Source: an optimization exercise on an open RTL-to-GDS flow (aim: small area). Production flows keep margins and buffers that such runs may drop.
In this exercise RTL edits were held to simulation tests only and were not proved equivalent to the original.
Power and IR drop assume default switching activity.

== run a ==
==> flow/design.v (excerpt) <==
module drover (
    input  logic        clk,
    input  logic        rst,             
    input  logic [6:0]  cfg_last,
    input  logic [6:0]  cfg_wrap_top,
    input  logic [6:0]  cfg_wrap_bottom,
    input  logic [5:0]  cfg_drive_count,   
    input  logic [3:0]  cfg_fix_count,     
    input  logic [2:0]  cfg_cue_count,     
    input  logic [5:0]  cfg_sense_count,   
    input  logic [3:0]  cfg_cue_pat1,
    input  logic [3:0]  cfg_cue_pat2,
    input  logic [3:0]  cfg_cue_pat3,
    input  logic [3:0]  cfg_dwell_n,
    input  logic        cfg_in_dir,
    input  logic        cfg_out_dir,
    input  logic [5:0]  cfg_in_frame,      
    input  logic [5:0]  cfg_out_frame,     
    input  logic        cfg_autopush,
    input  logic        cfg_autopull,
    input  logic [3:0]  cfg_frame,
    input  logic [15:0] cfg_edge_arm,      
    input  logic        cfg_bad_safe,
    input  logic [17:0] cfg_xpre,
    input  logic [17:0] cfg_ypre,
    input  logic [17:0] cfg_tper,
    input  logic [1:0]  ctrl,
    input  logic        wr_en,
    input  logic [2:0]  wr_word,
    input  logic [17:0] wr_data,
    input  logic [2:0]  rd_word,
    input  logic        rd_sched,
    output logic [17:0] rd_data,
    output logic [6:0]  imem_addr,
    input  logic [17:0] imem_data,
    input  logic [31:0] sense,
    input  logic        test_pin,
    output logic [31:0] drive_lvl,
    output logic [31:0] drive_oe,
    output logic [7:0]  fix_lvl,
    output logic [7:0]  fix_oe,
    output logic [3:0]  cue_lvl,
    output logic [3:0]  cue_oe,
    output logic        safe,
    output logic [1:0]  state,
    output logic [3:0]  cause,
    output logic [7:0]  flags,
    output logic [17:0] rx_overrun
);
Settings: LEC_CHECK=0, ABC_AREA=1, CAP_MARGIN=20, CORE_MARGIN=2, CORE_UTILIZATION=50, CTS_BUF_LIST=sky130_fd_sc_hd__clkbuf_4, PLACE_DENSITY=0.7, SETUP_SLACK_MARGIN=0.4, SLEW_MARGIN=20; clock period 12.0 ns.
standard.sh (not shown) runs the stock make flow with config.mk's settings and CLKGATE_MAP_FILE= SYNTH_SCRIPT=/design/flow/synth_recipe.tcl, a recipe that flattens the netlist after the stock synthesis.
==> flow/flow/run.sh <==
#!/bin/bash
# The standard layout (standard.sh), with two changes:
#  - synthesis maps the logic with an area-oriented ABC script
#    (flow/abc_area.script) in place of ORFS's; the registers are the
#    standard synthesis's, and flow/regnames.py gives the few that the
#    standard synthesis names by number (those that drive ports) the same
#    names, pairing them by the net they drive;
#  - the port buffers are the smallest buffer, buf_1.
# Each tool's output goes to a log of its own in this folder.
set -euo pipefail
R="$PWD/orfs/results/$FLOW_PLATFORM/drover/base"

# 1. the standard synthesis, kept for its register names
bash standard.sh synth > synth_standard.log 2>&1
cp "$R/1_2_yosys.v" standard_1_2_yosys.v

# 2. the same synthesis with the area-oriented ABC script
rm -rf synth_scripts
cp -r "$FLOW_HOME/scripts" synth_scripts
cp flow/abc_area.script synth_scripts/abc_area.script
rm -f "$R/1_2_yosys.v" "$R/1_2_yosys.sdc" "$R/1_synth.odb" "$R/1_synth.sdc"
bash standard.sh SCRIPTS_DIR="$PWD/synth_scripts" synth > synth_area.log 2>&1
cp "$R/1_2_yosys.v" area_1_2_yosys.v

# 3. the standard synthesis's register names; if the registers cannot be
#    paired, lay out the standard synthesis instead
if python3 flow/regnames.py standard_1_2_yosys.v area_1_2_yosys.v named_1_2_yosys.v > regnames.log 2>&1; then
  cp named_1_2_yosys.v "$R/1_2_yosys.v"
else
  cp standard_1_2_yosys.v "$R/1_2_yosys.v"
fi
touch "$R/1_2_yosys.v"

# 4. the rest of the standard layout
bash standard.sh BUFFER_PORTS_ARGS="-buffer_cell sky130_fd_sc_hd__buf_1" > layout.log 2>&1
==> flow/flow/abc_area.script <==
strash
&get -n
&fraig -x
&put
scorr
dc2
strash
&get -n
&deepsyn -T 240
&put
dch -f
amap -F 20 -A 20
topo
stime -c
Other scripts of this flow, unchanged in this note and not shown: flow/flow/regnames.py
Run a reached the end of the flow, and the finished layout is clean on the timing, design-rule and antenna checks.
#### Input delta (run b over run a)
Settings: a change of CORE_UTILIZATION from 50 to 35; a change of PLACE_DENSITY from 0.7 to 0.55.
==> flow/flow/abc_area.script <==
strash
&get -n
&fraig -x
&put
scorr
dc2
strash
&get -n
&deepsyn -T 60
&put
dch -f
amap
topo
stime -c
--- outcome ---
Re final critical delay including setup and external delays: run b and run a aren't equal, and the higher value belongs to run a. Row detailed-route wire length per cell: run b lower / run a higher. Run b vs run a, post-synthesis to final-layout area growth went down by 0.98 points. Taking run a as the reference, in run b count of plain and timing-repair buffers dropped 74, number of placed cells counting well taps +482. Run b vs. run a: share of the synthesized netlist area taken by xor and xnor gates roughly the same, clock tree cell share of total cell area +0.76 points, die area went up.

---

Starting RTL as in the previous note.
// drover
module drover (
    input  logic        clk,
    input  logic        rst,             
    input  logic [6:0]  cfg_last,
    input  logic [6:0]  cfg_wrap_top,
    input  logic [6:0]  cfg_wrap_bottom,
    input  logic [5:0]  cfg_drive_count,   
    input  logic [3:0]  cfg_fix_count,     
    input  logic [2:0]  cfg_cue_count,     
    input  logic [5:0]  cfg_sense_count,   
    input  logic [3:0]  cfg_cue_pat1,
    input  logic [3:0]  cfg_cue_pat2,
    input  logic [3:0]  cfg_cue_pat3,
    input  logic [3:0]  cfg_dwell_n,
    input  logic        cfg_in_dir,
    input  logic        cfg_out_dir,
    input  logic [5:0]  cfg_in_frame,      
    input  logic [5:0]  cfg_out_frame,     
    input  logic        cfg_autopush,
    input  logic        cfg_autopull,
    input  logic [3:0]  cfg_frame,
    input  logic [15:0] cfg_edge_arm,      
    input  logic        cfg_bad_safe,
    input  logic [17:0] cfg_xpre,
    input  logic [17:0] cfg_ypre,
    input  logic [17:0] cfg_tper,
    input  logic [1:0]  ctrl,
    input  logic        wr_en,
    input  logic [2:0]  wr_word,
    input  logic [17:0] wr_data,
    input  logic [2:0]  rd_word,
    input  logic        rd_sched,
    output logic [17:0] rd_data,
    output logic [6:0]  imem_addr,
    input  logic [17:0] imem_data,
    input  logic [31:0] sense,
    input  logic        test_pin,
    output logic [31:0] drive_lvl,
    output logic [31:0] drive_oe,
    output logic [7:0]  fix_lvl,
    output logic [7:0]  fix_oe,
    output logic [3:0]  cue_lvl,
    output logic [3:0]  cue_oe,
    output logic        safe,
    output logic [1:0]  state,
    output logic [3:0]  cause,
    output logic [7:0]  flags,
    output logic [17:0] rx_overrun
);
==> flow/config.mk <==
export PLATFORM = sky130hd
export DESIGN_NAME = drover
export DESIGN_NICKNAME = drover
export VERILOG_FILES = /design/flow/design.v
export SDC_FILE = /design/flow/constraint.sdc
export NUM_CORES = 4
export LEC_CHECK = 0
export ABC_AREA = 1
export CAP_MARGIN = 20
export CORE_MARGIN = 2
export CORE_UTILIZATION = 45
export CTS_BUF_LIST = sky130_fd_sc_hd__clkbuf_4
export PLACE_DENSITY = 0.7
export SETUP_SLACK_MARGIN = 0.4
export SLEW_MARGIN = 20
==> flow/constraint.sdc <==
create_clock -name core_clock -period 12.0 [get_ports {clk}]
set_input_delay 2.4000 -clock core_clock [delete_from_list [all_inputs] [get_ports {clk}]]
set_output_delay 2.4000 -clock core_clock [all_outputs]
set_load 0.01 [all_outputs]
==> flow/flow/abc_area.script <==
strash
&get -n
&fraig -x
&put
scorr
dc2
strash
&get -n
&deepsyn -T 240
&put
dch -f
amap -F 20 -A 20
topo
stime -c
Scripts as last shown in full above: flow/flow/run.sh
Other scripts of this flow, unchanged in this note and not shown: flow/flow/regnames.py
Rerun with:
==> flow/flow/abc_area.script (replaced) <==
strash
&get -n
&fraig -x
&put
scorr
dc2
strash
&get -n
&dc2
&dch -f
&nf -R 1000
&st
&dch -f
&nf -R 1000
&put
topo
stime -c
- CORE_UTILIZATION: 45 -> 35
- PLACE_DENSITY: 0.7 -> 0.55
- SETUP_SLACK_MARGIN: 0.4 -> default
Result:
- routed wire length rises by 15%
- cell area rose by 6.7%
- power grows by 5.4%
- sequential power grows by about 2%
- clock skew increases by 0.021 ns
- worst setup slack improved by 0.44 ns
- cell count rises by 13%
- non-clock buffer count drops by 160
- via count increases by 2.8%
Rerun with:
==> flow/flow/abc_area.script (replaced) <==
strash
&get -n
&fraig -x
&put
scorr
dc2
strash
&get -n
&deepsyn -T 60
&put
dch -f
amap -F 20 -A 20
topo
stime -c
- CORE_UTILIZATION: 35 -> 50
- GPL_ROUTABILITY_DRIVEN: default -> 0
- PLACE_DENSITY: 0.55 -> 0.7
- SETUP_SLACK_MARGIN: default -> 0.4
Outcome: Non-clock buffer count went down by 98; area after synthesis came out lower by 9.1%; clock skew came out lower by 0.027 ns; total power drops by 9.2%; combinational power fell by 18%; hold slack gains 0.0062 ns; cell area decreases by 11%; die area decreases by about 36%; wire length decreases by about 21%.
Rerun with:
--- a/flow/flow/abc_area.script
+++ b/flow/flow/abc_area.script
@@ -9 +9 @@
-&deepsyn -T 60
+&deepsyn -T 240
After rerunning: The new run completed without violations; worst setup slack gets worse by 0.24 ns; wire length came out higher by 1.1%; sequential power barely changes; hold slack is about the same.

==> what the ideal ports hide <==
The results above use ideal ports. As a check the final layouts listed here were re-extracted and re-timed, cells and wires unchanged. Step 1 (the two cells are an assumption about what drives the block):
set clk [get_ports {clk}]
set_driving_cell -lib_cell sky130_fd_sc_hd__clkbuf_16 $clk
set_driving_cell -lib_cell sky130_fd_sc_hd__buf_2 [delete_from_list [all_inputs] $clk]
Step 2 adds t to the input delays and takes it off the output delays; t is the mean of the earliest and latest rising clock arrival at the registers after step 1. Input paths then give back, and output paths get back, about the clock's delay inside the block. Slacks: ideal ports / drivers / drivers and shift; pairs: ideal ports / drivers.
| run | t, ns | setup WS [ns] | latest minus earliest clock arrival (ns) | worst slew at a driven data input, ns |
|---|---|---|---|---|
| run a | 0.990 | 0.706 / 0.751 / -0.239 | 0.130 / 0.130 | 0.08 |
| run b | 1.112 | 1.043 / 1.092 / -0.021 | 0.086 / 0.087 | 0.09 |
| the first run of note 2 | 1.030 | 0.970 / 0.991 / -0.039 | 0.091 / 0.091 | 0.08 |
| the second run of note 2 | 1.105 | 1.408 / 1.406 / 0.301 | 0.116 / 0.116 | 0.15 |
| the third run of note 2 | 1.012 | 0.805 / 0.847 / -0.166 | 0.085 / 0.085 | 0.10 |
| the fourth run of note 2 | 1.034 | 0.568 / 0.608 / -0.426 | 0.096 / 0.096 | 0.08 |
With both steps, setup timing fails in 5 of these runs, where it was met with ideal ports. For the second run of note 2, which loses most, drivers alone change the setup slack by -0.002 ns; drivers and shift together by -1.107 ns.
